Context: an optimization exercise on an open-source flow, tuned for small area. The choices shown serve that exercise and are no tape-out recipe.
RTL that was checked went through simulation tests only; none was proved equivalent to the original.
Function not checked in run 1: the RTL went through the layout flow alone.
Power and IR drop assume default switching activity.

$ cat design/flow/design.v
module wc_rca #(parameter N = 8) (
    input  wire [N-1:0] a,
    input  wire [N-1:0] b,
    input  wire         ci,
    output wire [N-1:0] s,
    output wire         co
);
    wire [N:0] c;
    assign c[0] = ci;
    genvar i;
    generate
        for (i = 0; i < N; i = i + 1) begin : g_bit
            assign s[i]   = a[i] ^ b[i] ^ c[i];
            assign c[i+1] = (a[i] & b[i]) | (c[i] & (a[i] ^ b[i]));
        end
    endgenerate
    assign co = c[N];
endmodule
module wc_inc #(parameter N = 8) (
    input  wire [N-1:0] a,
    input  wire         ci,
    output wire [N-1:0] s,
    output wire         co
);
    wire [N:0] c;
    assign c[0] = ci;
    genvar i;
    generate
        for (i = 0; i < N; i = i + 1) begin : g_bit
            assign s[i]   = a[i] ^ c[i];
            assign c[i+1] = a[i] & c[i];
        end
    endgenerate
    assign co = c[N];
endmodule
module wc_gt #(parameter N = 8) (
    input  wire [N-1:0] a,
    input  wire [N-1:0] b,
    input  wire         ci,
    output wire         gt
);
    wire [N:0] c;
    assign c[0] = ci;
    genvar i;
    generate
        for (i = 0; i < N; i = i + 1) begin : g_bit
            assign c[i+1] = (a[i] & ~b[i]) | (c[i] & (a[i] | ~b[i]));
        end
    endgenerate
    assign gt = c[N];
endmodule
module win_compare (
    input  wire        clk,
    input  wire        rst,
    input  wire        cfg_we,
    input  wire [10:0] cfg_w,         
    input  wire [20:0] cfg_trms,      
    input  wire [20:0] cfg_tdc,       
    input  wire        restart,
    input  wire        in_valid,
    input  wire [24:0] in_m,
    input  wire [24:0] in_x,
    output reg         dec_valid,
    output wire        dec_rms_fail,
    output wire        dec_dc_fail,
    output wire        dec_rms_raise,
    output wire        dec_dc_raise,
    output wire [60:0] dec_sumsq,
    output wire [35:0] dec_sum
);
    reg  [10:0] w;
    reg  [20:0] trms, tdc;
    wire cfg_ok = cfg_we && cfg_w >= 11'd4 && cfg_w <= 11'd1024;
    wire clr    = restart || cfg_ok;
    wire take   = in_valid && !clr;
    always @(posedge clk) begin
        if (rst) begin
            w    <= 11'd36;
            trms <= 21'd66475;     
            tdc  <= 21'd21021;     
        end else if (cfg_ok) begin
            w    <= cfg_w;
            trms <= cfg_trms;
            tdc  <= cfg_tdc;
        end
    end
    wire [25:0] dsub;
    wire        dsub_co;
    wc_rca #(26) u_sub (.a({in_m[24], in_m}), .b(~{in_x[24], in_x}), .ci(1'b1),
                        .s(dsub), .co(dsub_co));
    wire        s_in = dsub[25];
    wire [24:0] dabs;
    wire        dabs_co;
    wc_inc #(25) u_abs (.a(dsub[24:0] ^ {25{s_in}}), .ci(s_in), .s(dabs), .co(dabs_co));
    reg  [24:0] dm;           
    reg         ds;           
    always @(posedge clk) begin
        if (take) begin
            dm <= dabs;
            ds <= s_in;
        end
    end
    reg  [9:0]  cnt;          
    reg         act;          
    reg  [3:0]  st;           
    reg         pend;         
    reg         brk;          
    reg         prev_rms, prev_dc;
    wire [9:0]  cnt_inc;
    wire        cnt_co;
    wc_inc #(10) u_cnt (.a(cnt), .ci(1'b1), .s(cnt_inc), .co(cnt_co));
    wire        closes = ({cnt_co, cnt_inc} == w);
    wire [3:0]  st_inc;
    wire        st_co;
    wc_inc #(4) u_st (.a(st), .ci(1'b1), .s(st_inc), .co(st_co));
    wire        step_last = act && (st == 4'd14);
    always @(posedge clk) begin
        if (rst) begin
            cnt <= 10'd0;
            act <= 1'b0;
            st  <= 4'd0;
            pend <= 1'b0;
            dec_valid <= 1'b0;
        end else begin
            dec_valid <= step_last && pend;
            if (clr)
                cnt <= 10'd0;
            else if (take)
                cnt <= closes ? 10'd0 : cnt_inc;
            if (take) begin
                act <= 1'b1;
                st  <= 4'd0;
                pend <= closes;
            end else begin
                if (act) st <= st_inc;
                if (step_last) act <= 1'b0;
                if (dec_valid) pend <= 1'b0;
            end
        end
    end
    reg  [3:0]  g;
    reg  [13:0] mc;
    always @(*) begin
        case (st)
            4'd0, 4'd3: g = dm[3:0];
            4'd1, 4'd4: g = dm[7:4];
            4'd2, 4'd5: g = dm[11:8];
            4'd6:       g = dm[15:12];
            4'd7:       g = dm[19:16];
            4'd8:       g = dm[23:20];
            4'd9:       g = {3'd0, dm[24]};
            default:    g = 4'd0;
        endcase
        if (st < 4'd3)      mc = {2'd0, dm[11:0]};
        else if (st < 4'd6) mc = {dm[24:12], 1'b0};
        else                mc = {1'b0, dm[24:12]};
    end
    reg  [59:0] rq;
    reg         cq;
    wire [22:0] ssum;
    wire pp_0_0 = mc[0] & g[0];
    wire pp_0_1 = mc[0] & g[1];
    wire pp_0_2 = mc[0] & g[2];
    wire pp_0_3 = mc[0] & g[3];
    wire pp_1_0 = mc[1] & g[0];
    wire pp_1_1 = mc[1] & g[1];
    wire pp_1_2 = mc[1] & g[2];
    wire pp_1_3 = mc[1] & g[3];
    wire pp_2_0 = mc[2] & g[0];
    wire pp_2_1 = mc[2] & g[1];
    wire pp_2_2 = mc[2] & g[2];
    wire pp_2_3 = mc[2] & g[3];
    wire pp_3_0 = mc[3] & g[0];
    wire pp_3_1 = mc[3] & g[1];
    wire pp_3_2 = mc[3] & g[2];
    wire pp_3_3 = mc[3] & g[3];
    wire pp_4_0 = mc[4] & g[0];
    wire pp_4_1 = mc[4] & g[1];
    wire pp_4_2 = mc[4] & g[2];
    wire pp_4_3 = mc[4] & g[3];
    wire pp_5_0 = mc[5] & g[0];
    wire pp_5_1 = mc[5] & g[1];
    wire pp_5_2 = mc[5] & g[2];
    wire pp_5_3 = mc[5] & g[3];
    wire pp_6_0 = mc[6] & g[0];
    wire pp_6_1 = mc[6] & g[1];
    wire pp_6_2 = mc[6] & g[2];
    wire pp_6_3 = mc[6] & g[3];
    wire pp_7_0 = mc[7] & g[0];
    wire pp_7_1 = mc[7] & g[1];
    wire pp_7_2 = mc[7] & g[2];
    wire pp_7_3 = mc[7] & g[3];
    wire pp_8_0 = mc[8] & g[0];
    wire pp_8_1 = mc[8] & g[1];
    wire pp_8_2 = mc[8] & g[2];
    wire pp_8_3 = mc[8] & g[3];
    wire pp_9_0 = mc[9] & g[0];
    wire pp_9_1 = mc[9] & g[1];
    wire pp_9_2 = mc[9] & g[2];
    wire pp_9_3 = mc[9] & g[3];
    wire pp_10_0 = mc[10] & g[0];
    wire pp_10_1 = mc[10] & g[1];
    wire pp_10_2 = mc[10] & g[2];
    wire pp_10_3 = mc[10] & g[3];
    wire pp_11_0 = mc[11] & g[0];
    wire pp_11_1 = mc[11] & g[1];
    wire pp_11_2 = mc[11] & g[2];
    wire pp_11_3 = mc[11] & g[3];
    wire pp_12_0 = mc[12] & g[0];
    wire pp_12_1 = mc[12] & g[1];
    wire pp_12_2 = mc[12] & g[2];
    wire pp_12_3 = mc[12] & g[3];
    wire pp_13_0 = mc[13] & g[0];
    wire pp_13_1 = mc[13] & g[1];
    wire pp_13_2 = mc[13] & g[2];
    wire pp_13_3 = mc[13] & g[3];
    wire ws_1 = pp_1_0 ^ pp_0_1 ^ rq[1];
    wire ws_2 = (pp_1_0 & pp_0_1) | (rq[1] & (pp_1_0 ^ pp_0_1));
    wire ws_3 = pp_2_0 ^ pp_1_1 ^ pp_0_2;
    wire ws_4 = (pp_2_0 & pp_1_1) | (pp_0_2 & (pp_2_0 ^ pp_1_1));
    wire ws_5 = pp_3_0 ^ pp_2_1 ^ pp_1_2;
    wire ws_6 = (pp_3_0 & pp_2_1) | (pp_1_2 & (pp_3_0 ^ pp_2_1));
    wire ws_7 = pp_4_0 ^ pp_3_1 ^ pp_2_2;
    wire ws_8 = (pp_4_0 & pp_3_1) | (pp_2_2 & (pp_4_0 ^ pp_3_1));
    wire ws_9 = pp_5_0 ^ pp_4_1 ^ pp_3_2;
    wire ws_10 = (pp_5_0 & pp_4_1) | (pp_3_2 & (pp_5_0 ^ pp_4_1));
    wire ws_11 = pp_6_0 ^ pp_5_1 ^ pp_4_2;
    wire ws_12 = (pp_6_0 & pp_5_1) | (pp_4_2 & (pp_6_0 ^ pp_5_1));
    wire ws_13 = pp_7_0 ^ pp_6_1 ^ pp_5_2;
    wire ws_14 = (pp_7_0 & pp_6_1) | (pp_5_2 & (pp_7_0 ^ pp_6_1));
    wire ws_15 = pp_8_0 ^ pp_7_1 ^ pp_6_2;
    wire ws_16 = (pp_8_0 & pp_7_1) | (pp_6_2 & (pp_8_0 ^ pp_7_1));
    wire ws_17 = pp_9_0 ^ pp_8_1 ^ pp_7_2;
    wire ws_18 = (pp_9_0 & pp_8_1) | (pp_7_2 & (pp_9_0 ^ pp_8_1));
    wire ws_19 = pp_10_0 ^ pp_9_1 ^ pp_8_2;
    wire ws_20 = (pp_10_0 & pp_9_1) | (pp_8_2 & (pp_10_0 ^ pp_9_1));
    wire ws_21 = pp_11_0 ^ pp_10_1 ^ pp_9_2;
    wire ws_22 = (pp_11_0 & pp_10_1) | (pp_9_2 & (pp_11_0 ^ pp_10_1));
    wire ws_23 = pp_12_0 ^ pp_11_1 ^ pp_10_2;
    wire ws_24 = (pp_12_0 & pp_11_1) | (pp_10_2 & (pp_12_0 ^ pp_11_1));
    wire ws_25 = pp_13_0 ^ pp_12_1 ^ pp_11_2;
    wire ws_26 = (pp_13_0 & pp_12_1) | (pp_11_2 & (pp_13_0 ^ pp_12_1));
    wire ws_27 = pp_13_1 ^ pp_12_2 ^ pp_11_3;
    wire ws_28 = (pp_13_1 & pp_12_2) | (pp_11_3 & (pp_13_1 ^ pp_12_2));
    wire ws_29 = pp_13_2 ^ pp_12_3 ^ rq[15];
    wire ws_30 = (pp_13_2 & pp_12_3) | (rq[15] & (pp_13_2 ^ pp_12_3));
    wire ws_31 = rq[2] ^ ws_3 ^ ws_2;
    wire ws_32 = (rq[2] & ws_3) | (ws_2 & (rq[2] ^ ws_3));
    wire ws_33 = pp_0_3 ^ rq[3] ^ ws_5;
    wire ws_34 = (pp_0_3 & rq[3]) | (ws_5 & (pp_0_3 ^ rq[3]));
    wire ws_35 = pp_1_3 ^ rq[4] ^ ws_7;
    wire ws_36 = (pp_1_3 & rq[4]) | (ws_7 & (pp_1_3 ^ rq[4]));
    wire ws_37 = pp_2_3 ^ rq[5] ^ ws_9;
    wire ws_38 = (pp_2_3 & rq[5]) | (ws_9 & (pp_2_3 ^ rq[5]));
    wire ws_39 = pp_3_3 ^ rq[6] ^ ws_11;
    wire ws_40 = (pp_3_3 & rq[6]) | (ws_11 & (pp_3_3 ^ rq[6]));
    wire ws_41 = pp_4_3 ^ rq[7] ^ ws_13;
    wire ws_42 = (pp_4_3 & rq[7]) | (ws_13 & (pp_4_3 ^ rq[7]));
    wire ws_43 = pp_5_3 ^ rq[8] ^ ws_15;
    wire ws_44 = (pp_5_3 & rq[8]) | (ws_15 & (pp_5_3 ^ rq[8]));
    wire ws_45 = pp_6_3 ^ rq[9] ^ ws_17;
    wire ws_46 = (pp_6_3 & rq[9]) | (ws_17 & (pp_6_3 ^ rq[9]));
    wire ws_47 = pp_7_3 ^ rq[10] ^ ws_19;
    wire ws_48 = (pp_7_3 & rq[10]) | (ws_19 & (pp_7_3 ^ rq[10]));
    wire ws_49 = pp_8_3 ^ rq[11] ^ ws_21;
    wire ws_50 = (pp_8_3 & rq[11]) | (ws_21 & (pp_8_3 ^ rq[11]));
    wire ws_51 = pp_9_3 ^ rq[12] ^ ws_23;
    wire ws_52 = (pp_9_3 & rq[12]) | (ws_23 & (pp_9_3 ^ rq[12]));
    wire ws_53 = pp_10_3 ^ rq[13] ^ ws_25;
    wire ws_54 = (pp_10_3 & rq[13]) | (ws_25 & (pp_10_3 ^ rq[13]));
    wire ws_55 = rq[14] ^ ws_27 ^ ws_26;
    wire ws_56 = (rq[14] & ws_27) | (ws_26 & (rq[14] ^ ws_27));
    wire ws_57 = pp_13_3 ^ rq[16] ^ ws_30;
    wire ws_58 = (pp_13_3 & rq[16]) | (ws_30 & (pp_13_3 ^ rq[16]));
    wire ws_59 = ws_4 ^ ws_33 ^ ws_32;
    wire ws_60 = (ws_4 & ws_33) | (ws_32 & (ws_4 ^ ws_33));
    wire ws_61 = ws_6 ^ ws_35 ^ ws_34;
    wire ws_62 = (ws_6 & ws_35) | (ws_34 & (ws_6 ^ ws_35));
    wire ws_63 = ws_8 ^ ws_37 ^ ws_36;
    wire ws_64 = (ws_8 & ws_37) | (ws_36 & (ws_8 ^ ws_37));
    wire ws_65 = ws_10 ^ ws_39 ^ ws_38;
    wire ws_66 = (ws_10 & ws_39) | (ws_38 & (ws_10 ^ ws_39));
    wire ws_67 = ws_12 ^ ws_41 ^ ws_40;
    wire ws_68 = (ws_12 & ws_41) | (ws_40 & (ws_12 ^ ws_41));
    wire ws_69 = ws_14 ^ ws_43 ^ ws_42;
    wire ws_70 = (ws_14 & ws_43) | (ws_42 & (ws_14 ^ ws_43));
    wire ws_71 = ws_16 ^ ws_45 ^ ws_44;
    wire ws_72 = (ws_16 & ws_45) | (ws_44 & (ws_16 ^ ws_45));
    wire ws_73 = ws_18 ^ ws_47 ^ ws_46;
    wire ws_74 = (ws_18 & ws_47) | (ws_46 & (ws_18 ^ ws_47));
    wire ws_75 = ws_20 ^ ws_49 ^ ws_48;
    wire ws_76 = (ws_20 & ws_49) | (ws_48 & (ws_20 ^ ws_49));
    wire ws_77 = ws_22 ^ ws_51 ^ ws_50;
    wire ws_78 = (ws_22 & ws_51) | (ws_50 & (ws_22 ^ ws_51));
    wire ws_79 = ws_24 ^ ws_53 ^ ws_52;
    wire ws_80 = (ws_24 & ws_53) | (ws_52 & (ws_24 ^ ws_53));
    wire ws_81 = ws_29 ^ ws_28 ^ ws_56;
    wire ws_82 = (ws_29 & ws_28) | (ws_56 & (ws_29 ^ ws_28));
    wire ws_83 = ws_55 ^ ws_54 ^ ws_80;
    wire ws_84 = (ws_55 & ws_54) | (ws_80 & (ws_55 ^ ws_54));
    wire ws_85 = rq[0] ^ pp_0_0;
    wire ws_86 = rq[0] & pp_0_0;
    wire ws_87 = ws_1 ^ ws_86;
    wire ws_88 = ws_1 & ws_86;
    wire ws_89 = ws_31 ^ ws_88;
    wire ws_90 = ws_31 & ws_88;
    wire ws_91 = ws_59 ^ ws_90;
    wire ws_92 = ws_59 & ws_90;
    wire ws_93 = ws_60 ^ ws_61 ^ ws_92;
    wire ws_94 = (ws_60 & ws_61) | (ws_92 & (ws_60 ^ ws_61));
    wire ws_95 = ws_62 ^ ws_63 ^ ws_94;
    wire ws_96 = (ws_62 & ws_63) | (ws_94 & (ws_62 ^ ws_63));
    wire ws_97 = ws_64 ^ ws_65 ^ ws_96;
    wire ws_98 = (ws_64 & ws_65) | (ws_96 & (ws_64 ^ ws_65));
    wire ws_99 = ws_66 ^ ws_67 ^ ws_98;
    wire ws_100 = (ws_66 & ws_67) | (ws_98 & (ws_66 ^ ws_67));
    wire ws_101 = ws_68 ^ ws_69 ^ ws_100;
    wire ws_102 = (ws_68 & ws_69) | (ws_100 & (ws_68 ^ ws_69));
    wire ws_103 = ws_70 ^ ws_71 ^ ws_102;
    wire ws_104 = (ws_70 & ws_71) | (ws_102 & (ws_70 ^ ws_71));
    wire ws_105 = ws_72 ^ ws_73 ^ ws_104;
    wire ws_106 = (ws_72 & ws_73) | (ws_104 & (ws_72 ^ ws_73));
    wire ws_107 = ws_74 ^ ws_75 ^ ws_106;
    wire ws_108 = (ws_74 & ws_75) | (ws_106 & (ws_74 ^ ws_75));
    wire ws_109 = ws_76 ^ ws_77 ^ ws_108;
    wire ws_110 = (ws_76 & ws_77) | (ws_108 & (ws_76 ^ ws_77));
    wire ws_111 = ws_78 ^ ws_79 ^ ws_110;
    wire ws_112 = (ws_78 & ws_79) | (ws_110 & (ws_78 ^ ws_79));
    wire ws_113 = ws_83 ^ ws_112;
    wire ws_114 = ws_83 & ws_112;
    wire ws_115 = ws_84 ^ ws_81 ^ ws_114;
    wire ws_116 = (ws_84 & ws_81) | (ws_114 & (ws_84 ^ ws_81));
    wire ws_117 = ws_82 ^ ws_57 ^ ws_116;
    wire ws_118 = (ws_82 & ws_57) | (ws_116 & (ws_82 ^ ws_57));
    wire ws_119 = ws_58 ^ rq[17] ^ ws_118;
    wire ws_120 = (ws_58 & rq[17]) | (ws_118 & (ws_58 ^ rq[17]));
    wire ws_121 = rq[18] ^ cq ^ ws_120;
    wire ws_122 = (rq[18] & cq) | (ws_120 & (rq[18] ^ cq));
    wire ws_123 = rq[19] ^ ws_122;
    wire ws_124 = rq[19] & ws_122;
    wire ws_125 = rq[20] ^ ws_124;
    wire ws_126 = rq[20] & ws_124;
    wire ws_127 = rq[21] ^ ws_126;
    wire ws_128 = rq[21] & ws_126;
    assign ssum = {ws_128, ws_127, ws_125, ws_123, ws_121, ws_119, ws_117, ws_115, ws_113, ws_111, ws_109, ws_107, ws_105, ws_103, ws_101, ws_99, ws_97, ws_95, ws_93, ws_91, ws_89, ws_87, ws_85};
    wire [59:0] rq_t = {rq[59:22], ssum[21:0]};
    reg  [35:0] rd;
    reg         cd;
    wire [3:0]  dsum;
    wire        dsum_co;
    wc_rca #(4) u_dc (.a(rd[3:0]), .b(g ^ {4{ds}}), .ci(cd), .s(dsum), .co(dsum_co));
    wire        d_on = (st >= 4'd3) && (st <= 4'd11);
    always @(posedge clk) begin
        if (take) begin
            cq <= 1'b0;
            cd <= s_in;
            if (cnt == 10'd0) begin
                rq <= 60'd0;
                rd <= 36'd0;
            end
        end else if (act) begin
            rq <= {rq_t[3:0], rq_t[59:4]};
            cq <= ssum[22];
            if (d_on) begin
                rd <= {dsum, rd[35:4]};
                cd <= dsum_co;
            end
        end
    end
    reg  [51:0] lr;
    reg  [31:0] ld;
    reg         lreq, lbusy;
    reg  [5:0]  lc;
    wire        stage1 = (lc < 6'd11);
    wire [20:0] lh = stage1 ? lr[31:11] : lr[51:31];
    wire [20:0] lsum;
    wire        lsum_co;
    wc_rca #(21) u_lr (.a(lh), .b(trms & {21{lr[0]}}), .ci(1'b0), .s(lsum), .co(lsum_co));
    wire [10:0] dsum2;
    wire        dsum2_co;
    wc_rca #(11) u_ld (.a(ld[31:21]), .b(w & {11{ld[0]}}), .ci(1'b0), .s(dsum2), .co(dsum2_co));
    wire [5:0]  lc_inc;
    wire        lc_co;
    wc_inc #(6) u_lc (.a(lc), .ci(1'b1), .s(lc_inc), .co(lc_co));
    always @(posedge clk) begin
        if (rst) begin
            lreq  <= 1'b1;
            lbusy <= 1'b0;
            lc    <= 6'd0;
        end else if (cfg_ok) begin
            lreq  <= 1'b1;
            lbusy <= 1'b0;
        end else if (lreq && !pend) begin
            lreq  <= 1'b0;
            lbusy <= 1'b1;
            lc    <= 6'd0;
        end else if (lbusy) begin
            lc <= lc_inc;
            if (lc == 6'd41) lbusy <= 1'b0;
        end
    end
    always @(posedge clk) begin
        if (!rst && !cfg_ok && lreq && !pend) begin
            lr <= {41'd0, w};
            ld <= {11'd0, tdc};
        end else if (!rst && !cfg_ok && lbusy) begin
            if (stage1)
                lr <= {lr[51:32], lsum_co, lsum, lr[10:1]};
            else
                lr <= {lsum_co, lsum, lr[30:1]};
            if (lc < 6'd21)
                ld <= {dsum2_co, dsum2, ld[20:1]};
        end
    end
    reg  [3:0]  lr_dig, ld_dig;
    always @(*) begin
        case (st)
            4'd0:  lr_dig = lr[3:0];
            4'd1:  lr_dig = lr[7:4];
            4'd2:  lr_dig = lr[11:8];
            4'd3:  lr_dig = lr[15:12];
            4'd4:  lr_dig = lr[19:16];
            4'd5:  lr_dig = lr[23:20];
            4'd6:  lr_dig = lr[27:24];
            4'd7:  lr_dig = lr[31:28];
            4'd8:  lr_dig = lr[35:32];
            4'd9:  lr_dig = lr[39:36];
            4'd10: lr_dig = lr[43:40];
            4'd11: lr_dig = lr[47:44];
            4'd12: lr_dig = lr[51:48];
            default: lr_dig = 4'd0;
        endcase
        case (st)
            4'd3:  ld_dig = ld[3:0];
            4'd4:  ld_dig = ld[7:4];
            4'd5:  ld_dig = ld[11:8];
            4'd6:  ld_dig = ld[15:12];
            4'd7:  ld_dig = ld[19:16];
            4'd8:  ld_dig = ld[23:20];
            4'd9:  ld_dig = ld[27:24];
            4'd10: ld_dig = ld[31:28];
            default: ld_dig = 4'd0;
        endcase
    end
    reg         gt_rms;       
    reg         gt_pos;       
    reg         gt_neg;       
    wire        st0 = (st == 4'd0);
    wire        st3 = (st == 4'd3);
    wire        c_rms, c_pos, c_neg;
    wc_gt #(4) u_crms (.a(ssum[3:0]), .b(lr_dig), .ci(gt_rms && !st0), .gt(c_rms));
    wc_gt #(4) u_cpos (.a(dsum),      .b(ld_dig), .ci(gt_pos && !st3), .gt(c_pos));
    wc_gt #(4) u_cneg (.a(~dsum),     .b(ld_dig), .ci(gt_neg || st3),  .gt(c_neg));
    always @(posedge clk) begin
        if (act) begin
            gt_rms <= c_rms;
            if (d_on) begin
                gt_pos <= c_pos;
                gt_neg <= c_neg;
            end
        end
    end
    assign dec_rms_fail  = gt_rms;
    assign dec_dc_fail   = rd[35] ? gt_neg : gt_pos;
    assign dec_rms_raise = dec_rms_fail && prev_rms;
    assign dec_dc_raise  = dec_dc_fail && prev_dc;
    assign dec_sumsq     = {1'b0, rq};
    assign dec_sum       = rd;
    always @(posedge clk) begin
        if (rst) begin
            prev_rms <= 1'b0;
            prev_dc  <= 1'b0;
            brk      <= 1'b0;
        end else if (dec_valid) begin
            prev_rms <= dec_rms_fail && !(brk || clr);
            prev_dc  <= dec_dc_fail && !(brk || clr);
            brk      <= 1'b0;
        end else if (clr) begin
            if (pend) brk <= 1'b1;
            else begin
                prev_rms <= 1'b0;
                prev_dc  <= 1'b0;
            end
        end
    end
endmodule
$ cat design/flow/run.sh
#!/bin/bash
# synth_recipe.tcl (not shown) runs the flow's synth.tcl, then flattens the netlist and writes it again
# the make line also repeats each setting of config.mk as NAME=value (left out here)
make -C /OpenROAD-flow-scripts/flow DESIGN_CONFIG=/design/flow/config.mk WORK_HOME=/design/flow/orfs CLKGATE_MAP_FILE= SYNTH_SCRIPT=/design/flow/synth_recipe.tcl finish
$ cat design/flow/config.mk
export PLATFORM = sky130hd
export DESIGN_NAME = win_compare
export DESIGN_NICKNAME = win_compare
export VERILOG_FILES = /design/flow/design.v
export SDC_FILE = /design/flow/constraint.sdc
export NUM_CORES = 4
export LEC_CHECK = 0
export CAP_MARGIN = 20
export CORE_MARGIN = 2
export CORE_UTILIZATION = 40
export CTS_BUF_LIST = sky130_fd_sc_hd__clkbuf_4
export SLEW_MARGIN = 20
$ cat design/flow/constraint.sdc
create_clock -name core_clock -period 20.0 [get_ports {clk}]
set_input_delay 4.0000 -clock core_clock [delete_from_list [all_inputs] [get_ports {clk}]]
set_output_delay 4.0000 -clock core_clock [all_outputs]
set_load 0.01 [all_outputs]
==> impl_metrics.toml, run 1 <==
[run_status]
status = "no timing/DRC/antenna violations"

[pwr]
max-vdd-ir-drop_mv = 0.0427
p_leak_nw = 8.10
power_density_mw_per_mm2 = 96.8

[global_routing]
use_met3_pct = 4.12
use_met2_pct = 32.8
antenna_found_initial = 5
grt_pass1_wl_um = 68100
grt_pass1_vias = 12700
use_met1_pct = 25.8
grt.total_usage_pct = 19.9
grt_max_degree = 99
grt.overflow.total = 0
busiest_layer = "met2"

[synthesis]
synth_largest_area_cell = "edfxtp_1"
synth_common_cells = "198 x nand2_1, 158 x edfxtp_1, 135 x inv_1"
ys_seq_area_share_pct = 44.5
synthTopCellsByArea = "edfxtp_1 28%, dfxtp_1 16%, fa_1 14%"
synth_top_area_share_pct = 28.4
avgSynthCellArea_um2 = 10.6
post-synth-top-count-cell = "nand2_1"
netlist_area_mm2 = 0.0167
synth-seq-cells = 292
ys.flop_type = "edfxtp_1"
synth-edff-count = 158
yosysWarnings = 1
synth.net_count = 1851
synthCells = 1574
yosysUniqueCellTypes = 67
async_flop_share_pct = 0

[drt]
drcViolationCount = 0
routedWlPerCell_um = 17.6
drt_iter0_markers = 619
via_per_inst = 5.07
num_vias = 12200
final_antenna_net_count = 0
drt-total-wl_um = 42200
drt-pass1-iter-count = 5

[finish]
syn2layout_area_growth_pct = 22.3
ff_latch_area_mm2 = 0.00743
multi_input_area_mm2 = 0.00843
drive_gt1_share_pct = 12.7
n_fill_cell = 3807
final_nets = 2078

[timing]
rsz0062_at_grt = "false"
fmax_mhz = 55.7
tightest_slew_ns = 1.07
fin_tns_setup_ns = 0
fin_crit_ns = 17.96
hold_viol = 0
slew_violations = 0
setup_viol = 0
hold_slack_ns = 0.449
finalCritPeriodShare_pct = 89.8
finalClockSkew_ns = 0.0548
relSlewSlack_pct = 28.3

[cts]
clkLatencyLatePin_ns = 0.79
h-tree-depth = 3
cts_sinks = 292
cts_tree = "done"
ctsResizeCount = 0
ctsHoldBuffers = 0
cts_buffer_depth = 3
numCtsBuffers = 85
clk_pin_slew_worst_paths_ns = 0.07
cts_root_buf = "clkbuf_4"
cts_setup_buffers = 0

[floorplanning]
die_x_um = 208
row_count = 74
dieArea_mm2 = 0.0434
pin_count = 210
core_area_mm2 = 0.0410
fp.dieH_um = 208
start_util_pct = 40.7

[placed_design]
hpwl_um = 30000
place_congestion = 0.827
portBuffers = 208

[critical_path]
critical-path-slowest-cell = "fa_1"
critPathLaunchType = "primary input"
worst_setup_path_end_kind = "flop"
reg2regPathDepth = 32
max_stage_delay_ns = 0.41
crit_required_ns = 20.52
criticalPathCategory = "primary input to flop"
cp_data_arrival_time_ns = 18.48
crit_fanout = 6

[min_path]
whs_path_depth = 2
holdCritPathClass = "flop to flop"

[flow_run]
max_cap_violations = 0
[final cells by class]
class	count	area share, %
Antenna cell	3	0.0368
Clock buffer	119	4.37
Clock inverter	34	1.09
Inverter	136	2.50
Multi-Input combinational cell	1056	41.3
Sequential cell	292	36.4
Tap cell	532	3.26
Timing Repair Buffer	230	11.1
[cells by family (layout without fill, tap and decap cells)]
logic type	after synthesis	in the layout	share of synthesized area, %
buffers and inverters	226	519	5.26
muxes	102	102	6.59
other	1	4	0.0225
AOI/OAI and AO/OA	211	211	8.09
DFF	292	292	44.5
adders and majority gates	176	176	18.2
and+or+nand+nor	524	524	15.1
xor gates and xnor gates	42	42	2.20
[placed cells by master, fill, tap and decap left out, types with 10 or more instances in the layout]
cell type	n
nor3_1	10
and2_1	114
xor2_1	36
inv_1	134
buf_4	21
mux2_2	53
a222oi_1	10
a211oi_1	20
mux2i_1	48
ha_1	55
clkdlybuf4s50_1	207
a22oi_1	21
o21ai_0	20
nor2_1	116
clkinv_1	21
edfxtp_1	158
fa_1	114
clkbuf_4	119
or2_2	12
dfxtp_1	134
nand3b_1	18
nand3_1	19
nand2_1	196
a21oi_1	97
[state kept, by name, indices dropped and copies added, names as in the netlist, 4 cells and up]
| register | count |
|---|---|
| tdc | 21 |
| ld | 32 |
| lc | 6 |
| cnt | 10 |
| rq | 60 |
| rd | 36 |
| st | 4 |
| trms | 21 |
| w | 11 |
| dm | 25 |
| lr | 52 |
[metal layers]
metal / up-vias / wire length (um)
li1: 5811 / -
met1: 5974 / 18600
met2: 308 / 20300
met3: 83 / 2220
met4: 4 / 1090
met5: - / 33
[worst max-delay path, delay by kind of cell]
family | cells | cell delay, ns
XOR/XNOR | 3 | 0.39
adder cells (fa/ha/maj) | 48 | 13.50
buffers and inverters | 4 | 0.57
[power breakdown]
group | leakage (nW) | internal, W | switching (W)
registers | 2.59 | 0.000733 | 0.0000465
clock network | 0.655 | 0.000314 | 0.000266
logic | 4.85 | 0.000289 | 0.000328
[stage by stage]
| step | total power (W) | std cells | instance area (um^2) | utilization, % | setup slack [ns] |
|---|---|---|---|---|---|
| floorplan | 0.00119 | 1574 | 16700 | - | 1.64 |
| detailed placement | 0.00142 | 2246 | 19300 | 47.1 | 1.22 |
| global route | 0.00213 | 2402 | 20400 | 49.8 | 1.41 |
| global placement | 0.00140 | 2245 | 19300 | 47.0 | 1.50 |
| finish | 0.00198 | 2402 | 20400 | 49.8 | 2.04 |
| CTS | 0.00201 | 2399 | 20400 | 49.8 | 2.07 |
[worst paths after layout]
| path | slack, ns | start | end |
|---|---|---|---|
| setup reg to reg | 8.61 | lc[0] | lr[30] |
| setup / recovery | 2.04 | in_m[0] | dm[24] |
| hold reg to reg | 0.45 | trms[4] | trms[4] |
| hold / removal | 0.45 | trms[4] | trms[4] |
==> run 2: changes to the inputs <==
--- a/design/flow/design.v
+++ b/design/flow/design.v
@@ -412,56 +412,13 @@
                 ld <= {dsum2_co, dsum2, ld[20:1]};
         end
     end
-    reg  [3:0]  lr_dig, ld_dig;
-    always @(*) begin
-        case (st)
-            4'd0:  lr_dig = lr[3:0];
-            4'd1:  lr_dig = lr[7:4];
-            4'd2:  lr_dig = lr[11:8];
-            4'd3:  lr_dig = lr[15:12];
-            4'd4:  lr_dig = lr[19:16];
-            4'd5:  lr_dig = lr[23:20];
-            4'd6:  lr_dig = lr[27:24];
-            4'd7:  lr_dig = lr[31:28];
-            4'd8:  lr_dig = lr[35:32];
-            4'd9:  lr_dig = lr[39:36];
-            4'd10: lr_dig = lr[43:40];
-            4'd11: lr_dig = lr[47:44];
-            4'd12: lr_dig = lr[51:48];
-            default: lr_dig = 4'd0;
-        endcase
-        case (st)
-            4'd3:  ld_dig = ld[3:0];
-            4'd4:  ld_dig = ld[7:4];
-            4'd5:  ld_dig = ld[11:8];
-            4'd6:  ld_dig = ld[15:12];
-            4'd7:  ld_dig = ld[19:16];
-            4'd8:  ld_dig = ld[23:20];
-            4'd9:  ld_dig = ld[27:24];
-            4'd10: ld_dig = ld[31:28];
-            default: ld_dig = 4'd0;
-        endcase
-    end
-    reg         gt_rms;       
-    reg         gt_pos;       
-    reg         gt_neg;       
-    wire        st0 = (st == 4'd0);
-    wire        st3 = (st == 4'd3);
-    wire        c_rms, c_pos, c_neg;
-    wc_gt #(4) u_crms (.a(ssum[3:0]), .b(lr_dig), .ci(gt_rms && !st0), .gt(c_rms));
-    wc_gt #(4) u_cpos (.a(dsum),      .b(ld_dig), .ci(gt_pos && !st3), .gt(c_pos));
-    wc_gt #(4) u_cneg (.a(~dsum),     .b(ld_dig), .ci(gt_neg || st3),  .gt(c_neg));
-    always @(posedge clk) begin
-        if (act) begin
-            gt_rms <= c_rms;
-            if (d_on) begin
-                gt_pos <= c_pos;
-                gt_neg <= c_neg;
-            end
-        end
-    end
-    assign dec_rms_fail  = gt_rms;
-    assign dec_dc_fail   = rd[35] ? gt_neg : gt_pos;
+    wire        rms_lo;
+    wc_gt #(52) u_cr (.a(rq[51:0]), .b(lr), .ci(1'b0), .gt(rms_lo));
+    wire [35:0] rd_m = rd ^ {36{rd[35]}};
+    wire        dc_lo;
+    wc_gt #(32) u_cd (.a(rd_m[31:0]), .b(ld), .ci(rd[35]), .gt(dc_lo));
+    assign dec_rms_fail  = (|rq[59:52]) || rms_lo;
+    assign dec_dc_fail   = (|rd_m[34:32]) || dc_lo;
     assign dec_rms_raise = dec_rms_fail && prev_rms;
     assign dec_dc_raise  = dec_dc_fail && prev_dc;
     assign dec_sumsq     = {1'b0, rq};
--- a/design/flow/config.mk
+++ b/design/flow/config.mk
@@ -8,5 +8,4 @@
 export CAP_MARGIN = 20
 export CORE_MARGIN = 2
 export CORE_UTILIZATION = 40
-export CTS_BUF_LIST = sky130_fd_sc_hd__clkbuf_4
 export SLEW_MARGIN = 20
==> run 2 against run 1 <==
Net effect:
- clock-buffer cell count is 70 lower
- synthesized area is 4.4% higher
- worst setup slack worse by 0.24 ns
- still clean on timing, DRC and antenna
- final cell count is 4.0% higher
- synthesized cell count is 8.3% higher
- combinational power is 6.3% higher
- critical path depth is 1 lower
- utilization is 0.74 points lower
- routed wire length is 8.5% higher
- via count is 4.4% higher
- global-route usage is 0.48 points higher
==> impl_metrics.toml, run 2 <==
[synthesis]
ys_seq_area_share_pct = 42.1
synth-seq-cells = 289
avgSynthCellArea_um2 = 10.2
post-synth-top-count-cell = "nand2_1"
netlist_area_mm2 = 0.0174
ys.flop_type = "edfxtp_1"
synthTopCellsByArea = "edfxtp_1 27%, dfxtp_1 15%, fa_1 13%"
yosysUniqueCellTypes = 78
synth_common_cells = "192 x nand2_1, 162 x inv_1, 155 x edfxtp_1"
synth-edff-count = 155
async_flop_share_pct = 0
synth_largest_area_cell = "edfxtp_1"
yosysWarnings = 1
synthCells = 1704
synth.net_count = 1981
synth_top_area_share_pct = 26.7

[critical_path]
criticalPathCategory = "primary input to flop"
crit_required_ns = 20.28
crit_fanout = 7
max_stage_delay_ns = 0.46
cp_data_arrival_time_ns = 18.48
setup.worst_path.start = "in_x[0]"
worst_setup_path_end_kind = "flop"
critical-path-slowest-cell = "clkdlybuf4s50_1"
critPathLaunchType = "primary input"
reg2reg_from = "st[2]"

[finish]
regMostFlops = "rq"
final_area_mm2 = 0.0211
drive_gt1_share_pct = 6.34
syn2layout_area_growth_pct = 21.2
n_fill_cell = 4007
largest_reg_flops = 60
final_nets = 2162
layout_common_cells = "207 x clkdlybuf4s50_1, 189 x nand2_1, 162 x inv_1"
reg_top3 = "rq: 60 flops, lr: 52 flops, rd: 36 flops"
final_common_cell = "clkdlybuf4s50_1"

[floorplanning]
start_util_pct = 40.5
die_x_um = 213
core_area_mm2 = 0.0431
fp.dieH_um = 213
dieArea_mm2 = 0.0453
row_count = 76
pin_count = 210

[timing]
fmax_mhz = 55.0
finalCritPeriodShare_pct = 91.0
rsz0062_at_grt = "false"
tightest_slew_ns = 1.08
fin_tns_setup_ns = 0
hold_viol = 0
setup_viol = 0
fin_crit_ns = 18.20
hold_slack_ns = 0.453
slew_violations = 0
relSlewSlack_pct = 27.7
finalClockSkew_ns = 0.0172

[drt]
drt-pass1-iter-count = 6
routedWlPerCell_um = 18.3
via_per_inst = 5.09
drt_iter0_markers = 1046
final_antenna_net_count = 0
drt-total-wl_um = 45800
num_vias = 12700
drcViolationCount = 0

[cts]
h-tree-depth = 2
ctsHoldBuffers = 0
ctsResizeCount = 0
cts_setup_buffers = 0
cts_buffer_depth = 3
cts_sinks = 289
numCtsBuffers = 35
clk_pin_slew_worst_paths_ns = 0.05
cts_root_buf = "clkbuf_16"
cts_tree = "done"
clkLatencyLatePin_ns = 0.53

[pwr]
max-vdd-ir-drop_mv = 0.0542
p_total_w = 0.00205
power_density_mw_per_mm2 = 97.0
p_leak_nw = 8.12

[global_routing]
antenna_found_initial = 4
use_met2_pct = 34.1
grt_max_degree = 90
busiest_layer = "met2"
use_met3_pct = 3.49
grt_pass1_wl_um = 70900
grt.total_usage_pct = 20.4
grt_pass1_vias = 12600
use_met1_pct = 26.8
grt.overflow.total = 0

[placed_design]
place_congestion = 0.899
hpwl_um = 34000
dpl_cell_area_mm2 = 0.0201
portBuffers = 208

[run_status]
status = "no timing/DRC/antenna violations"

[min_path]
hp-start = "prev_dc"
holdCritPathClass = "flop to flop"

[flow_run]
max_cap_violations = 0
[run 2: changes by cell type after synthesis, moves of 14 or more]
cell | previous run | this run
and2_1 | 114 | 99
nand2b_1 | 5 | 26
a21oi_1 | 97 | 76
mux2_2 | 53 | 32
nor2_1 | 116 | 140
mux2i_1 | 48 | 34
xnor2_1 | 6 | 45
o22ai_1 | 1 | 19
inv_1 | 135 | 162
nor2b_1 | 5 | 31
o21ai_0 | 21 | 36
[run 2: final cells by class]
type | count | area (um^2) | area share, %
Clock inverter | 13 | 87.6 | 0.414
Timing Repair Buffer | 226 | 2230 | 10.6
Multi-Input combinational cell | 1170 | 9160 | 43.3
Sequential cell | 289 | 7340 | 34.7
Antenna cell | 2 | 5.00 | 0.0237
Inverter | 163 | 612 | 2.90
Clock buffer | 49 | 970 | 4.59
Tap cell | 585 | 732 | 3.46
[run 2: final timing paths]
path	end	slack, ns	cells after the start
worst max-delay path	dm[24]	1.80	54
worst min-delay path	prev_dc	0.45	2
worst max register to register	rq[17]	9.79	33
worst min register to register	prev_dc	0.45	2
[run 2: kinds of logic after synthesis]
kind of cell / after synthesis / share of synthesized area [%]
adders and majority gates: 179 / 17.6
and+or+nand+nor: 569 / 15.9
muxes: 78 / 4.80
buffers and inverters: 245 / 5.58
xor gates and xnor gates: 77 / 3.87
AOI/OAI and AO/OA: 266 / 10.2
DFF: 289 / 42.1
other: 1 / 0.0215
[run 2: per-stage QoR]
step	util, %	cells	worst slack (ns)
floorplan	-	1704	1.63
global placement	46.5	2432	1.30
detailed placement	46.6	2433	1.18
CTS	49.0	2495	1.74
global route	49.1	2497	1.11
finish	49.1	2497	1.80
[run 2: where the power goes]
part	switching (W)	internal [W]	total [W]	leakage (nW)
logic	0.000345	0.000310	0.000656	5.04
registers	0.0000669	0.000729	0.000796	2.56
clock network	0.000248	0.000350	0.000598	0.525
[run 2: critical path: cells and delay by family]
family | cells | cell delay (ns)
buffers and inverters | 3 | 0.57
xor gates and xnor gates | 3 | 0.43
adders and majority gates | 48 | 13.46
[run 2: routing by layer]
| metal | part of all wire (%) | vias to the layer above |
|---|---|---|
| li1 | - | 6128 |
| met1 | 44 | 6220 |
| met2 | 49 | 297 |
| met3 | 4.6 | 74 |
| met4 | 2.8 | 2 |
| met5 | 0.026 | - |
==> run 3: changes to the inputs <==
--- a/design/flow/design.v
+++ b/design/flow/design.v
@@ -104,6 +104,7 @@
     reg         act;          
     reg  [3:0]  st;           
     reg         pend;         
+    reg         fst;          
     reg         brk;          
     reg         prev_rms, prev_dc;
     wire [9:0]  cnt_inc;
@@ -120,6 +121,7 @@
             act <= 1'b0;
             st  <= 4'd0;
             pend <= 1'b0;
+            fst  <= 1'b0;
             dec_valid <= 1'b0;
         end else begin
             dec_valid <= step_last && pend;
@@ -131,6 +133,7 @@
                 act <= 1'b1;
                 st  <= 4'd0;
                 pend <= closes;
+                fst  <= (cnt == 10'd0);
             end else begin
                 if (act) st <= st_inc;
                 if (step_last) act <= 1'b0;
@@ -157,7 +160,10 @@
     end
     reg  [59:0] rq;
     reg         cq;
-    wire [22:0] ssum;
+    wire [24:0] ssum;
+    wire        mask_lo = fst && (st == 4'd0);
+    wire        mask_hi = fst && (st <= 4'd9);
+    wire [23:0] rw = rq[23:0] & ~{{4{mask_hi}}, {20{mask_lo}}};
     wire pp_0_0 = mc[0] & g[0];
     wire pp_0_1 = mc[0] & g[1];
     wire pp_0_2 = mc[0] & g[2];
@@ -214,8 +220,8 @@
     wire pp_13_1 = mc[13] & g[1];
     wire pp_13_2 = mc[13] & g[2];
     wire pp_13_3 = mc[13] & g[3];
-    wire ws_1 = pp_1_0 ^ pp_0_1 ^ rq[1];
-    wire ws_2 = (pp_1_0 & pp_0_1) | (rq[1] & (pp_1_0 ^ pp_0_1));
+    wire ws_1 = pp_1_0 ^ pp_0_1 ^ rw[1];
+    wire ws_2 = (pp_1_0 & pp_0_1) | (rw[1] & (pp_1_0 ^ pp_0_1));
     wire ws_3 = pp_2_0 ^ pp_1_1 ^ pp_0_2;
     wire ws_4 = (pp_2_0 & pp_1_1) | (pp_0_2 & (pp_2_0 ^ pp_1_1));
     wire ws_5 = pp_3_0 ^ pp_2_1 ^ pp_1_2;
@@ -242,36 +248,36 @@
     wire ws_26 = (pp_13_0 & pp_12_1) | (pp_11_2 & (pp_13_0 ^ pp_12_1));
     wire ws_27 = pp_13_1 ^ pp_12_2 ^ pp_11_3;
     wire ws_28 = (pp_13_1 & pp_12_2) | (pp_11_3 & (pp_13_1 ^ pp_12_2));
-    wire ws_29 = pp_13_2 ^ pp_12_3 ^ rq[15];
-    wire ws_30 = (pp_13_2 & pp_12_3) | (rq[15] & (pp_13_2 ^ pp_12_3));
-    wire ws_31 = rq[2] ^ ws_3 ^ ws_2;
-    wire ws_32 = (rq[2] & ws_3) | (ws_2 & (rq[2] ^ ws_3));
-    wire ws_33 = pp_0_3 ^ rq[3] ^ ws_5;
-    wire ws_34 = (pp_0_3 & rq[3]) | (ws_5 & (pp_0_3 ^ rq[3]));
-    wire ws_35 = pp_1_3 ^ rq[4] ^ ws_7;
-    wire ws_36 = (pp_1_3 & rq[4]) | (ws_7 & (pp_1_3 ^ rq[4]));
-    wire ws_37 = pp_2_3 ^ rq[5] ^ ws_9;
-    wire ws_38 = (pp_2_3 & rq[5]) | (ws_9 & (pp_2_3 ^ rq[5]));
-    wire ws_39 = pp_3_3 ^ rq[6] ^ ws_11;
-    wire ws_40 = (pp_3_3 & rq[6]) | (ws_11 & (pp_3_3 ^ rq[6]));
-    wire ws_41 = pp_4_3 ^ rq[7] ^ ws_13;
-    wire ws_42 = (pp_4_3 & rq[7]) | (ws_13 & (pp_4_3 ^ rq[7]));
-    wire ws_43 = pp_5_3 ^ rq[8] ^ ws_15;
-    wire ws_44 = (pp_5_3 & rq[8]) | (ws_15 & (pp_5_3 ^ rq[8]));
-    wire ws_45 = pp_6_3 ^ rq[9] ^ ws_17;
-    wire ws_46 = (pp_6_3 & rq[9]) | (ws_17 & (pp_6_3 ^ rq[9]));
-    wire ws_47 = pp_7_3 ^ rq[10] ^ ws_19;
-    wire ws_48 = (pp_7_3 & rq[10]) | (ws_19 & (pp_7_3 ^ rq[10]));
-    wire ws_49 = pp_8_3 ^ rq[11] ^ ws_21;
-    wire ws_50 = (pp_8_3 & rq[11]) | (ws_21 & (pp_8_3 ^ rq[11]));
-    wire ws_51 = pp_9_3 ^ rq[12] ^ ws_23;
-    wire ws_52 = (pp_9_3 & rq[12]) | (ws_23 & (pp_9_3 ^ rq[12]));
-    wire ws_53 = pp_10_3 ^ rq[13] ^ ws_25;
-    wire ws_54 = (pp_10_3 & rq[13]) | (ws_25 & (pp_10_3 ^ rq[13]));
-    wire ws_55 = rq[14] ^ ws_27 ^ ws_26;
-    wire ws_56 = (rq[14] & ws_27) | (ws_26 & (rq[14] ^ ws_27));
-    wire ws_57 = pp_13_3 ^ rq[16] ^ ws_30;
-    wire ws_58 = (pp_13_3 & rq[16]) | (ws_30 & (pp_13_3 ^ rq[16]));
+    wire ws_29 = pp_13_2 ^ pp_12_3 ^ rw[15];
+    wire ws_30 = (pp_13_2 & pp_12_3) | (rw[15] & (pp_13_2 ^ pp_12_3));
+    wire ws_31 = rw[2] ^ ws_3 ^ ws_2;
+    wire ws_32 = (rw[2] & ws_3) | (ws_2 & (rw[2] ^ ws_3));
+    wire ws_33 = pp_0_3 ^ rw[3] ^ ws_5;
+    wire ws_34 = (pp_0_3 & rw[3]) | (ws_5 & (pp_0_3 ^ rw[3]));
+    wire ws_35 = pp_1_3 ^ rw[4] ^ ws_7;
+    wire ws_36 = (pp_1_3 & rw[4]) | (ws_7 & (pp_1_3 ^ rw[4]));
+    wire ws_37 = pp_2_3 ^ rw[5] ^ ws_9;
+    wire ws_38 = (pp_2_3 & rw[5]) | (ws_9 & (pp_2_3 ^ rw[5]));
+    wire ws_39 = pp_3_3 ^ rw[6] ^ ws_11;
+    wire ws_40 = (pp_3_3 & rw[6]) | (ws_11 & (pp_3_3 ^ rw[6]));
+    wire ws_41 = pp_4_3 ^ rw[7] ^ ws_13;
+    wire ws_42 = (pp_4_3 & rw[7]) | (ws_13 & (pp_4_3 ^ rw[7]));
+    wire ws_43 = pp_5_3 ^ rw[8] ^ ws_15;
+    wire ws_44 = (pp_5_3 & rw[8]) | (ws_15 & (pp_5_3 ^ rw[8]));
+    wire ws_45 = pp_6_3 ^ rw[9] ^ ws_17;
+    wire ws_46 = (pp_6_3 & rw[9]) | (ws_17 & (pp_6_3 ^ rw[9]));
+    wire ws_47 = pp_7_3 ^ rw[10] ^ ws_19;
+    wire ws_48 = (pp_7_3 & rw[10]) | (ws_19 & (pp_7_3 ^ rw[10]));
+    wire ws_49 = pp_8_3 ^ rw[11] ^ ws_21;
+    wire ws_50 = (pp_8_3 & rw[11]) | (ws_21 & (pp_8_3 ^ rw[11]));
+    wire ws_51 = pp_9_3 ^ rw[12] ^ ws_23;
+    wire ws_52 = (pp_9_3 & rw[12]) | (ws_23 & (pp_9_3 ^ rw[12]));
+    wire ws_53 = pp_10_3 ^ rw[13] ^ ws_25;
+    wire ws_54 = (pp_10_3 & rw[13]) | (ws_25 & (pp_10_3 ^ rw[13]));
+    wire ws_55 = rw[14] ^ ws_27 ^ ws_26;
+    wire ws_56 = (rw[14] & ws_27) | (ws_26 & (rw[14] ^ ws_27));
+    wire ws_57 = pp_13_3 ^ rw[16] ^ ws_30;
+    wire ws_58 = (pp_13_3 & rw[16]) | (ws_30 & (pp_13_3 ^ rw[16]));
     wire ws_59 = ws_4 ^ ws_33 ^ ws_32;
     wire ws_60 = (ws_4 & ws_33) | (ws_32 & (ws_4 ^ ws_33));
     wire ws_61 = ws_6 ^ ws_35 ^ ws_34;
@@ -298,8 +304,8 @@
     wire ws_82 = (ws_29 & ws_28) | (ws_56 & (ws_29 ^ ws_28));
     wire ws_83 = ws_55 ^ ws_54 ^ ws_80;
     wire ws_84 = (ws_55 & ws_54) | (ws_80 & (ws_55 ^ ws_54));
-    wire ws_85 = rq[0] ^ pp_0_0;
-    wire ws_86 = rq[0] & pp_0_0;
+    wire ws_85 = rw[0] ^ pp_0_0;
+    wire ws_86 = rw[0] & pp_0_0;
     wire ws_87 = ws_1 ^ ws_86;
     wire ws_88 = ws_1 & ws_86;
     wire ws_89 = ws_31 ^ ws_88;
@@ -332,35 +338,35 @@
     wire ws_116 = (ws_84 & ws_81) | (ws_114 & (ws_84 ^ ws_81));
     wire ws_117 = ws_82 ^ ws_57 ^ ws_116;
     wire ws_118 = (ws_82 & ws_57) | (ws_116 & (ws_82 ^ ws_57));
-    wire ws_119 = ws_58 ^ rq[17] ^ ws_118;
-    wire ws_120 = (ws_58 & rq[17]) | (ws_118 & (ws_58 ^ rq[17]));
-    wire ws_121 = rq[18] ^ cq ^ ws_120;
-    wire ws_122 = (rq[18] & cq) | (ws_120 & (rq[18] ^ cq));
-    wire ws_123 = rq[19] ^ ws_122;
-    wire ws_124 = rq[19] & ws_122;
-    wire ws_125 = rq[20] ^ ws_124;
-    wire ws_126 = rq[20] & ws_124;
-    wire ws_127 = rq[21] ^ ws_126;
-    wire ws_128 = rq[21] & ws_126;
-    assign ssum = {ws_128, ws_127, ws_125, ws_123, ws_121, ws_119, ws_117, ws_115, ws_113, ws_111, ws_109, ws_107, ws_105, ws_103, ws_101, ws_99, ws_97, ws_95, ws_93, ws_91, ws_89, ws_87, ws_85};
-    wire [59:0] rq_t = {rq[59:22], ssum[21:0]};
+    wire ws_119 = ws_58 ^ rw[17] ^ ws_118;
+    wire ws_120 = (ws_58 & rw[17]) | (ws_118 & (ws_58 ^ rw[17]));
+    wire ws_121 = rw[18] ^ ws_120;
+    wire ws_122 = rw[18] & ws_120;
+    wire ws_123 = rw[19] ^ ws_122;
+    wire ws_124 = rw[19] & ws_122;
+    wire ws_125 = rw[20] ^ cq ^ ws_124;
+    wire ws_126 = (rw[20] & cq) | (ws_124 & (rw[20] ^ cq));
+    wire ws_127 = rw[21] ^ ws_126;
+    wire ws_128 = rw[21] & ws_126;
+    wire ws_129 = rw[22] ^ ws_128;
+    wire ws_130 = rw[22] & ws_128;
+    wire ws_131 = rw[23] ^ ws_130;
+    wire ws_132 = rw[23] & ws_130;
+    assign ssum = {ws_132, ws_131, ws_129, ws_127, ws_125, ws_123, ws_121, ws_119, ws_117, ws_115, ws_113, ws_111, ws_109, ws_107, ws_105, ws_103, ws_101, ws_99, ws_97, ws_95, ws_93, ws_91, ws_89, ws_87, ws_85};
+    wire [59:0] rq_t = {rq[59:24], ssum[23:0]};
     reg  [35:0] rd;
     reg         cd;
     wire [3:0]  dsum;
     wire        dsum_co;
-    wc_rca #(4) u_dc (.a(rd[3:0]), .b(g ^ {4{ds}}), .ci(cd), .s(dsum), .co(dsum_co));
+    wc_rca #(4) u_dc (.a(rd[3:0] & {4{!fst}}), .b(g ^ {4{ds}}), .ci(cd), .s(dsum), .co(dsum_co));
     wire        d_on = (st >= 4'd3) && (st <= 4'd11);
     always @(posedge clk) begin
         if (take) begin
             cq <= 1'b0;
             cd <= s_in;
-            if (cnt == 10'd0) begin
-                rq <= 60'd0;
-                rd <= 36'd0;
-            end
         end else if (act) begin
             rq <= {rq_t[3:0], rq_t[59:4]};
-            cq <= ssum[22];
+            cq <= ssum[24];
             if (d_on) begin
                 rd <= {dsum, rd[35:4]};
                 cd <= dsum_co;
@@ -372,10 +378,11 @@
     reg         lreq, lbusy;
     reg  [5:0]  lc;
     wire        stage1 = (lc < 6'd11);
-    wire [20:0] lh = stage1 ? lr[31:11] : lr[51:31];
+    wire [20:0] lh = stage1 ? (lr[31:11] & {21{lc != 6'd0}}) : lr[51:31];
+    wire        lb = stage1 ? w[lc[3:0]] : lr[0];
     wire [20:0] lsum;
     wire        lsum_co;
-    wc_rca #(21) u_lr (.a(lh), .b(trms & {21{lr[0]}}), .ci(1'b0), .s(lsum), .co(lsum_co));
+    wc_rca #(21) u_lr (.a(lh), .b(trms & {21{lb}}), .ci(1'b0), .s(lsum), .co(lsum_co));
     wire [10:0] dsum2;
     wire        dsum2_co;
     wc_rca #(11) u_ld (.a(ld[31:21]), .b(w & {11{ld[0]}}), .ci(1'b0), .s(dsum2), .co(dsum2_co));
@@ -401,24 +408,66 @@
     end
     always @(posedge clk) begin
         if (!rst && !cfg_ok && lreq && !pend) begin
-            lr <= {41'd0, w};
             ld <= {11'd0, tdc};
         end else if (!rst && !cfg_ok && lbusy) begin
             if (stage1)
-                lr <= {lr[51:32], lsum_co, lsum, lr[10:1]};
+                lr <= {20'd0, lsum_co, lsum, lr[10:1]};
             else
                 lr <= {lsum_co, lsum, lr[30:1]};
             if (lc < 6'd21)
                 ld <= {dsum2_co, dsum2, ld[20:1]};
         end
     end
-    wire        rms_lo;
-    wc_gt #(52) u_cr (.a(rq[51:0]), .b(lr), .ci(1'b0), .gt(rms_lo));
-    wire [35:0] rd_m = rd ^ {36{rd[35]}};
-    wire        dc_lo;
-    wc_gt #(32) u_cd (.a(rd_m[31:0]), .b(ld), .ci(rd[35]), .gt(dc_lo));
-    assign dec_rms_fail  = (|rq[59:52]) || rms_lo;
-    assign dec_dc_fail   = (|rd_m[34:32]) || dc_lo;
+    reg  [3:0]  lr_dig, ld_dig;
+    always @(*) begin
+        case (st)
+            4'd0:  lr_dig = lr[3:0];
+            4'd1:  lr_dig = lr[7:4];
+            4'd2:  lr_dig = lr[11:8];
+            4'd3:  lr_dig = lr[15:12];
+            4'd4:  lr_dig = lr[19:16];
+            4'd5:  lr_dig = lr[23:20];
+            4'd6:  lr_dig = lr[27:24];
+            4'd7:  lr_dig = lr[31:28];
+            4'd8:  lr_dig = lr[35:32];
+            4'd9:  lr_dig = lr[39:36];
+            4'd10: lr_dig = lr[43:40];
+            4'd11: lr_dig = lr[47:44];
+            4'd12: lr_dig = lr[51:48];
+            default: lr_dig = 4'd0;
+        endcase
+        case (st)
+            4'd3:  ld_dig = ld[3:0];
+            4'd4:  ld_dig = ld[7:4];
+            4'd5:  ld_dig = ld[11:8];
+            4'd6:  ld_dig = ld[15:12];
+            4'd7:  ld_dig = ld[19:16];
+            4'd8:  ld_dig = ld[23:20];
+            4'd9:  ld_dig = ld[27:24];
+            4'd10: ld_dig = ld[31:28];
+            default: ld_dig = 4'd0;
+        endcase
+    end
+    reg         gt_rms;       
+    reg         gt_pos;       
+    reg         gt_neg;       
+    wire        st0 = (st == 4'd0);
+    wire        st3 = (st == 4'd3);
+    wire        c_rms, c_pos, c_neg;
+    wc_gt #(4) u_crms (.a(ssum[3:0]), .b(lr_dig), .ci(gt_rms && !st0), .gt(c_rms));
+    wc_gt #(4) u_cpos (.a(dsum),      .b(ld_dig), .ci(gt_pos && !st3), .gt(c_pos));
+    wc_gt #(4) u_cneg (.a(~dsum),     .b(ld_dig), .ci(gt_neg || st3),  .gt(c_neg));
+    always @(posedge clk) begin
+        if (act) begin
+            gt_rms <= c_rms;
+            if (d_on) begin
+                gt_pos <= c_pos;
+                gt_neg <= c_neg;
+            end
+        end
+    end
+    assign dec_rms_fail  = gt_rms;
+    assign dec_dc_fail   = rd[35] ? gt_neg : gt_pos;
     assign dec_rms_raise = dec_rms_fail && prev_rms;
     assign dec_dc_raise  = dec_dc_fail && prev_dc;
     assign dec_sumsq     = {1'b0, rq};
==> design/flow/flow/run.sh (new file) <==
#!/bin/bash
# The standard layout, with every input and output port buffered by the
# smallest buffer (buf_1) instead of the one buffer_ports picks by default.
set -euo pipefail
export BUFFER_PORTS_ARGS="-buffer_cell sky130_fd_sc_hd__buf_1"
bash standard.sh "BUFFER_PORTS_ARGS=$BUFFER_PORTS_ARGS" finish > standard_make.log 2>&1
==> design/flow/standard.sh (new file) <==
#!/bin/bash
# synth_recipe.tcl (not shown) runs the flow's synth.tcl, then flattens the netlist and writes it again
# the make line also repeats each setting of config.mk as NAME=value (left out here)
make -C /OpenROAD-flow-scripts/flow DESIGN_CONFIG=/design/flow/config.mk WORK_HOME=/design/flow/orfs CLKGATE_MAP_FILE= SYNTH_SCRIPT=/design/flow/synth_recipe.tcl "${@:-finish}"
--- a/design/flow/config.mk
+++ b/design/flow/config.mk
@@ -8,4 +8,5 @@
 export CAP_MARGIN = 20
 export CORE_MARGIN = 2
 export CORE_UTILIZATION = 40
+export CTS_BUF_LIST = sky130_fd_sc_hd__clkbuf_4
 export SLEW_MARGIN = 20
removed: design/flow/run.sh
==> run 3 against run 2 <==
Net effect:
- routed wire length decreased by 14%
- total power decreased by 14%
- sequential share of layout area increased by 7.1 points
- clock skew increased by 0.035 ns
- synthesized cell count decreased by 13%
- via count decreased by 8.2%
- critical path depth increased by 2
==> impl_metrics.toml, run 3 <==
[timing]
fmax_mhz = 55.6
slew_violations = 0
tightest_slew_ns = 1.03
finalClockSkew_ns = 0.0523
hold_viol = 0
setup_viol = 0
fin_tns_setup_ns = 0
fin_crit_ns = 17.98
rsz0062_at_grt = "false"
finalCritPeriodShare_pct = 89.9
relSlewSlack_pct = 30.6
setup_slack_ns = 2.02

[global_routing]
grt.overflow.total = 0
busiest_layer = "met2"
antenna_found_initial = 1
use_met2_pct = 29.3
grt_max_degree = 74
use_met1_pct = 25.5
grt.total_usage_pct = 18.9
grt_pass1_vias = 11900
use_met3_pct = 4.65
grt_pass1_wl_um = 62500

[min_path]
holdCritPathClass = "flop to flop"

[cts]
cts_tree = "done"
cts_root_buf = "clkbuf_4"
ctsHoldBuffers = 0
ctsResizeCount = 0
cts_setup_buffers = 0
cts_buffer_depth = 3
clk_pin_slew_worst_paths_ns = 0.06
cts_sinks = 293
clkLatencyLatePin_ns = 0.75
h-tree-depth = 3
numCtsBuffers = 85

[floorplanning]
core_area_mm2 = 0.0406
dieArea_mm2 = 0.0425
pin_count = 210
fp.dieH_um = 206
die_x_um = 206
start_util_pct = 40.3
row_count = 74

[synthesis]
synth_common_cells = "262 x nand2_1, 199 x edfxtp_1, 135 x inv_1"
synth_top_area_share_pct = 36.6
synth.net_count = 1767
synth_top_family_by_area = "adder cells"
ys.flop_type = "edfxtp_1"
yosysWarnings = 1
synthTopCellsByArea = "edfxtp_1 37%, fa_1 14%, dfxtp_1 12%"
post-synth-top-count-cell = "nand2_1"
netlist_area_mm2 = 0.0163
avgSynthCellArea_um2 = 11.0
yosysUniqueCellTypes = 58
ys_seq_area_share_pct = 48.1
synthCells = 1487
synth-xor-area-share_pct = 2.25
synth_largest_area_cell = "edfxtp_1"
synth-seq-cells = 293
synthSimpleGateAreaFrac_pct = 14.9
synth-edff-count = 199
synthAdderAreaFrac_pct = 19.2
synth_compound_area_share_pct = 6.29
synthMuxAreaShare_pct = 4.21
async_flop_share_pct = 0

[drt]
drt-pass1-iter-count = 6
routedWlPerCell_um = 17.0
final_antenna_net_count = 0
num_vias = 11700
drt_iter0_markers = 809
via_per_inst = 5.01
drt-total-wl_um = 39600
drcViolationCount = 0

[critical_path]
worst_setup_path_end_kind = "flop"
critPathLaunchType = "primary input"
crit_fanout = 27
critPathBufInv = 5
crit_family = "adder cells"
criticalPathCategory = "primary input to flop"
critical-path-slowest-cell = "fa_1"
max_stage_delay_ns = 0.42
crit_required_ns = 20.44
cp_data_arrival_time_ns = 18.43

[placed_design]
place_congestion = 0.828
hpwl_um = 28800
portBuffers = 208
place_ws_ns = 1.29

[finish]
layout_common_cells = "262 x nand2_1, 207 x buf_1, 199 x edfxtp_1"
final_nets = 2007
syn2layout_area_growth_pct = 15.0
largest_reg_flops = 60
ff_latch_area_mm2 = 0.00786
n_fill_cell = 3900
drive_gt1_share_pct = 11.7
multi_input_area_mm2 = 0.00770
regMostFlops = "rq"
fin_util_pct = 46.4
reg_top3 = "rq: 60 flops, lr: 52 flops, rd: 36 flops"
final_common_cell = "nand2_1"

[pwr]
p_leak_nw = 7.59
power_density_mw_per_mm2 = 93.3
max-vdd-ir-drop_mv = 0.0372

[flow_run]
max_cap_violations = 0

[run_status]
status = "no timing/DRC/antenna violations"
run 3: cell types whose count changed after synthesis, sizes merged, moves of 12 or more:
cell    delta
nand2     +69
inv       -27
o21ai     -24
nand3     +18
o22a      -12
xnor2     -29
edfxtp    +44
and2      -60
nor2      -43
mux2      -20
dfxtp     -40
nor3      -12
o22ai     -14
a211oi    -23
run 3: through the flow:
step | instance area, um^2 | power (W) | std cells | hold slack, ns
after floorplan | 16300 | 0.00107 | 1487 | 0.426
final | 18800 | 0.00175 | 2331 | 0.408
after CTS | 18800 | 0.00179 | 2330 | 0.400
after detailed placement | 17700 | 0.00121 | 2172 | 0.431
after global routing | 18800 | 0.00189 | 2331 | 0.421
after global placement | 17700 | 0.00119 | 2172 | 0.430
run 3: per-layer routing:
layer | part of all wire (%) | vias up
met5 | 0 | -
met4 | 2.5 | 0
met3 | 7.3 | 71
met2 | 45 | 396
met1 | 45 | 5674
li1 | - | 5538
run 3: where the power goes:
part / internal [W] / total (W) / switching (W)
Clock: 0.000308 / 0.000574 / 0.000266
Combinational: 0.000174 / 0.000424 / 0.000250
Sequential: 0.000724 / 0.000756 / 0.0000318
run 3: area by class of cell:
class	count	share of cell area (%)
sequential	293	41.8
clock buffer	129	5.15
antenna	1	0.0133
timing repair buffer	231	5.08
multi-input combinational	980	41.0
clock inverter	29	0.739
tap	532	3.54
inverter	136	2.72
run 3: cells by family after synthesis:
group,Yosys count
other,1
buffers and inverters,214
XOR/XNOR,42
adder cells (fa/ha/maj),184
flip-flops,293
AND/OR/NAND/NOR,532
AO/OA/AOI/OAI,159
multiplexers,62
run 3: worst paths after layout:
| kind | end | slack (ns) | depth (start not counted) | start |
|---|---|---|---|---|
| max reg2reg | lr[30] | 8.67 | 30 | lc[0] |
| min reg2reg | rd[15] | 0.41 | 0 | rd[19] |
| max | dm[24] | 2.02 | 56 | in_m[0] |
| min | rd[15] | 0.41 | 0 | rd[19] |
run 3: worst register-to-register path: cells and delay by family, from the launching register on:
family	cells	cell delay [ns]
buffers and inverters	4	0.82
adder cells (fa/ha/maj)	21	8.90
multiplexers	1	0.36
AND/OR/NAND/NOR	2	0.37
AO/OA/AOI/OAI	2	0.39
flip-flops	1	0.40

[afterwards: timing with drivers on the ports]
No port has a modelled driver above. Below, the same layouts with a new extraction and two added sets of constraints.
Step 1 (the two cells are an assumption about what drives the block):
set clk [get_ports {clk}]
set_driving_cell -lib_cell sky130_fd_sc_hd__clkbuf_16 $clk
set_driving_cell -lib_cell sky130_fd_sc_hd__buf_2 [delete_from_list [all_inputs] $clk]
Step 2 moves the port delays by t, midway between the first and last clock arrival at a register: inputs arrive t later, outputs are due t later. That takes back most of the time a late clock gives input paths.
Three values: ideal ports, drivers, drivers and shift; two values: the first two.
run	t, ns	setup WS [ns]	worst setup path after step 2	worst slew at a driven data input, ns
run 1	0.812	2.042 / 2.064 / 1.252	input to register	0.08
run 2	0.581	1.802 / 1.835 / 1.254	input to register	0.11
run 3	0.766	2.016 / 2.041 / 1.275	input to register	0.05
After both steps setup and hold are still met in every run listed. The setup slack of run 1, which loses most, moves by +0.022 ns with the drivers and by -0.790 ns with both steps.
